From an optimization exercise on the open Yosys and OpenROAD flow, aimed at small area; shortcuts taken in it are not production practice. Only simulation tests tie the RTL to the original design; equivalence was not proved. Power and IR drop assume default switching activity.

==> flow/design.v (excerpt) <==
module cvu_pair (
    input  wire        clk,
    input  wire        rst,
    input  wire        sel,
    input  wire        we,
    input  wire [6:0]  addr,
    input  wire [31:0] wdata,
    output reg  [31:0] rdata,
    output wire [1:0]  done
);
    localparam W_CTRL   = 6'h00;
    localparam W_CMD    = 6'h01;
    localparam W_VAL    = 6'h02;
    localparam W_RESULT = 6'h03;
    localparam W_TX     = 6'h04;
    localparam W_RX     = 6'h05;
    localparam W_LAST   = 6'h06;
    localparam W_EXPECT = 6'h07;
    localparam W_STAT   = 6'h08;
    localparam W_REJ    = 6'h09;
    localparam W_DATA1  = 6'h0C;
    localparam W_DATA2  = 6'h0D;
    localparam W_DATA4  = 6'h0E;
    wire [5:0] widx = addr[5:0];
    wire       u    = addr[6];
    wire       wr   = sel & we;
    wire [1:0]  poly0, poly1;
    wire        aen0, aen1, mode0, mode1, sync0, sync1;
    wire [3:0]  win0, win1;
    wire [31:0] val0, val1, res0, res1, exp0, exp1, rej0, rej1;
    wire [15:0] tx0, tx1, rx0, rx1, last0, last1;
    wire [2:0]  stat0, stat1;
    wire [1:0]  poly_s = u ? poly1 : poly0;
    wire        aen_s  = u ? aen1  : aen0;
    wire        mode_s = u ? mode1 : mode0;
    wire        sync_s = u ? sync1 : sync0;
    wire [3:0]  win_s  = u ? win1  : win0;
    wire [31:0] val_s  = u ? val1  : val0;
    wire [31:0] res_s  = u ? res1  : res0;
    wire [31:0] exp_s  = u ? exp1  : exp0;
    wire [31:0] rej_s  = u ? rej1  : rej0;
    wire [15:0] tx_s   = u ? tx1   : tx0;
    wire [15:0] rx_s   = u ? rx1   : rx0;
  ...
For scale: roughly 380 flip-flops, roughly 77 I/O pins.
Settings: LEC_CHECK=0, CAP_MARGIN=20, CORE_MARGIN=2, CORE_UTILIZATION=40, CTS_BUF_LIST=sky130_fd_sc_hd__clkbuf_16, CTS_CLUSTER_DIAMETER=70, CTS_CLUSTER_SIZE=24, PLACE_DENSITY=0.75, SLEW_MARGIN=20; clock period 10.0 ns.
standard.sh (not shown) runs the stock make flow with config.mk's settings and CLKGATE_MAP_FILE= SYNTH_SCRIPT=/design/flow/synth_recipe.tcl, a recipe that flattens the netlist after the stock synthesis.
==> flow/flow/run.sh <==
#!/bin/bash
set -euo pipefail
W=$(pwd)

# Synthesis script: ORFS's synth.tcl with only its ABC call changed
sed 's|^  log_cmd abc {\*}\$abc_args$|  log_cmd abc {*}$lib_args {*}$lib_dont_use_args|' \
    "$FLOW_HOME/scripts/synth.tcl" > own_synth_body.tcl
grep -q '^  log_cmd abc {\*}\$lib_args {\*}\$lib_dont_use_args$' own_synth_body.tcl
sed "s|source \$::env(SCRIPTS_DIR)/synth.tcl|source $W/own_synth_body.tcl|" synth_recipe.tcl > own_synth.tcl
grep -q own_synth_body own_synth.tcl

# The standard synthesis, for its registers, in a folder of its own
sed "s|WORK_HOME=[^ ]*|WORK_HOME=$W/ref|" standard.sh > ref.sh
bash ref.sh synth > synth_ref.log 2>&1

# This flow's synthesis, where the layout continues from
sed "s|SYNTH_SCRIPT=[^ ]*|SYNTH_SCRIPT=$W/own_synth.tcl|" standard.sh > own.sh
grep -q "SYNTH_SCRIPT=$W/own_synth.tcl" own.sh
bash own.sh synth > synth_own.log 2>&1

regs() {
    grep -oE '^\s*sky130_fd_sc_hd__\S*(df|dl)\S*\s+\S+' "$1" | awk '{print $1, $2}' | sort
}
REF=ref/results/$FLOW_PLATFORM/cvu_pair/base/1_2_yosys.v
OWN=orfs/results/$FLOW_PLATFORM/cvu_pair/base/1_2_yosys.v
regs "$REF" > regs_ref.txt
regs "$OWN" > regs_own.txt
if [[ -s regs_ref.txt ]] && cmp -s regs_ref.txt regs_own.txt; then
    echo "registers match the standard synthesis ($(wc -l < regs_own.txt))" > regs_check.log
else
    echo "registers differ from the standard synthesis: using it" > regs_check.log
    rm -rf orfs
fi

# Ports get the smallest buffer; the repair steps size them up where needed
sed 's|"\${@:-finish}"|BUFFER_PORTS_ARGS="-buffer_cell sky130_fd_sc_hd__buf_1" "${@:-finish}"|' standard.sh > layout.sh
grep -q BUFFER_PORTS_ARGS layout.sh
bash layout.sh > layout.log 2>&1
The first run completed with no timing, DRC or antenna violations.
Next try:
Settings changed: CORE_UTILIZATION 40 to 55, PLACE_DENSITY 0.75 to 0.7.
=> Worst setup slack degrades by 0.45 ns. Global-route usage rose by 12 points. Power rose by a few percent. Final area barely changes. Non-clock buffer count rose by 11. Count of clock-buffer cells in the layout rose by 4. Via count rose slightly. Synthesized cell count stays the same. Final cell count fell by a few percent. Sequential power barely changes.
Next try:
Settings changed: CORE_UTILIZATION 55 to 40, PLACE_DENSITY 0.7 to 0.6.
Count of clock-buffer cells in the layout is lower by 1.
Sequential share of layout area is lower by 0.26 points.
First-iteration DRC count is lower by roughly a tenth.
Register-to-register slack is worse by 0.18 ns.
Worst hold slack is worse by 0.041 ns.
Routed wire length is higher by a few percent.
Global-route usage is lower by 10 points.
Total power is lower slightly.
Setup slack is better by 0.19 ns.


cvu_pair again, from the RTL that the note above started with.
Settings: LEC_CHECK=0, CAP_MARGIN=20, CORE_MARGIN=2, CORE_UTILIZATION=40, CTS_BUF_LIST=sky130_fd_sc_hd__clkbuf_16, CTS_CLUSTER_DIAMETER=100, CTS_CLUSTER_SIZE=30, GPL_TIMING_DRIVEN=0, PLACE_DENSITY=0.6, SLEW_MARGIN=20; clock period 10.0 ns.
Scripts as last shown in full above: flow/flow/run.sh
The starting point went through all stages and came out clean.
Then changed:
CTS_BUF_LIST = sky130_fd_sc_hd__clkbuf_8   (was sky130_fd_sc_hd__clkbuf_16)
CTS_CLUSTER_DIAMETER = default   (was 100)
CTS_CLUSTER_SIZE = default   (was 30)
GPL_TIMING_DRIVEN = default   (was 0)
Outcome: Power increases by a little under a tenth; worst hold slack got worse by 0.039 ns; wire length goes up by a few percent; combinational power is about the same; clock power rises by well over a third; count of clock-buffer cells in the layout rose by 54; worst setup slack gets better by 1.2 ns; clock skew is about the same.
Then changed:
CAP_MARGIN = 5   (was 20)
SLEW_MARGIN = 5   (was 20)
Outcome: Total power is higher by about 0.9%. Fmax falls by about 4.4%. Routed wire length barely changes. Setup slack degrades by 0.37 ns. Clock-buffer cell count is lower by 3.
Then changed:
CAP_MARGIN = 20   (was 5)
GPL_TIMING_DRIVEN = 0   (was default)
SLEW_MARGIN = 20   (was 5)
Via count falls slightly.
Worst setup slack degrades by 0.70 ns.
Power falls slightly.
Final cell count falls slightly.
Flip-flop and latch count is unchanged.
Global-route usage falls by 0.59 points.
Wire length falls by a few percent.
Sequential share of layout area falls by 0.48 points.
Synthesized area does not change.
Then changed:
--- a/flow/flow/run.sh
+++ b/flow/flow/run.sh
@@ -33,6 +33,3 @@
 fi
 
-# Ports get the smallest buffer; the repair steps size them up where needed
-sed 's|"\${@:-finish}"|BUFFER_PORTS_ARGS="-buffer_cell sky130_fd_sc_hd__buf_1" "${@:-finish}"|' standard.sh > layout.sh
-grep -q BUFFER_PORTS_ARGS layout.sh
-bash layout.sh > layout.log 2>&1
+bash standard.sh > layout.log 2>&1
CTS_BUF_LIST = default   (was sky130_fd_sc_hd__clkbuf_8)
GPL_TIMING_DRIVEN = default   (was 0)
=> Combinational power is about the same; setup slack is better by 0.73 ns; die area stays the same; maximum frequency came out higher by a little under a tenth; first-iteration DRC count fell slightly; non-clock buffer count rises by 46; worst hold slack gets worse by 0.021 ns; global-route usage is higher by 0.95 points; register-to-register slack improves by 0.76 ns.

## static timing again, ports no longer ideal
How much do the figures lean on ideal ports? The routed layouts below were timed once more, with nothing changed but the port constraints. Step 1 assumes that a clkbuf_16 drives the clock port and a buf_2 every other input. Step 2 adds t to the input delays and takes it off the output delays; t is the mean of the earliest and latest rising clock arrival at the registers after step 1. Input paths then give back, and output paths get back, about the clock's delay inside the block. Three values: ideal, step 1, step 2; two values: the first two.
run	t (ns)	setup WS [ns]	hold WS [ns]	pins driven straight from the clock port
the first run of note 1	0.627	2.108 / 2.137 / 1.510	0.818 / 0.818 / 0.818	1
the second run of note 1	0.641	1.662 / 1.694 / 1.052	0.818 / 0.818 / 0.818	1
the third run of note 1	0.643	1.854 / 1.877 / 1.235	0.777 / 0.777 / 0.777	1
the first run of note 2	0.589	0.785 / 0.815 / 0.226	0.824 / 0.824 / 0.824	1
the second run of note 2	0.699	1.976 / 2.003 / 1.304	0.784 / 0.784 / 0.784	1
the third run of note 2	0.692	1.604 / 1.631 / 0.939	0.754 / 0.754 / 0.754	1
the fourth run of note 2	0.708	0.900 / 0.926 / 0.218	0.810 / 0.810 / 0.810	1
the fifth run of note 2	0.627	1.630 / 1.660 / 1.033	0.789 / 0.789 / 0.789	1
After both steps every run listed still meets setup and hold. For the fourth run of note 2, which loses most, drivers alone change the setup slack by +0.026 ns; drivers and shift together by -0.682 ns.
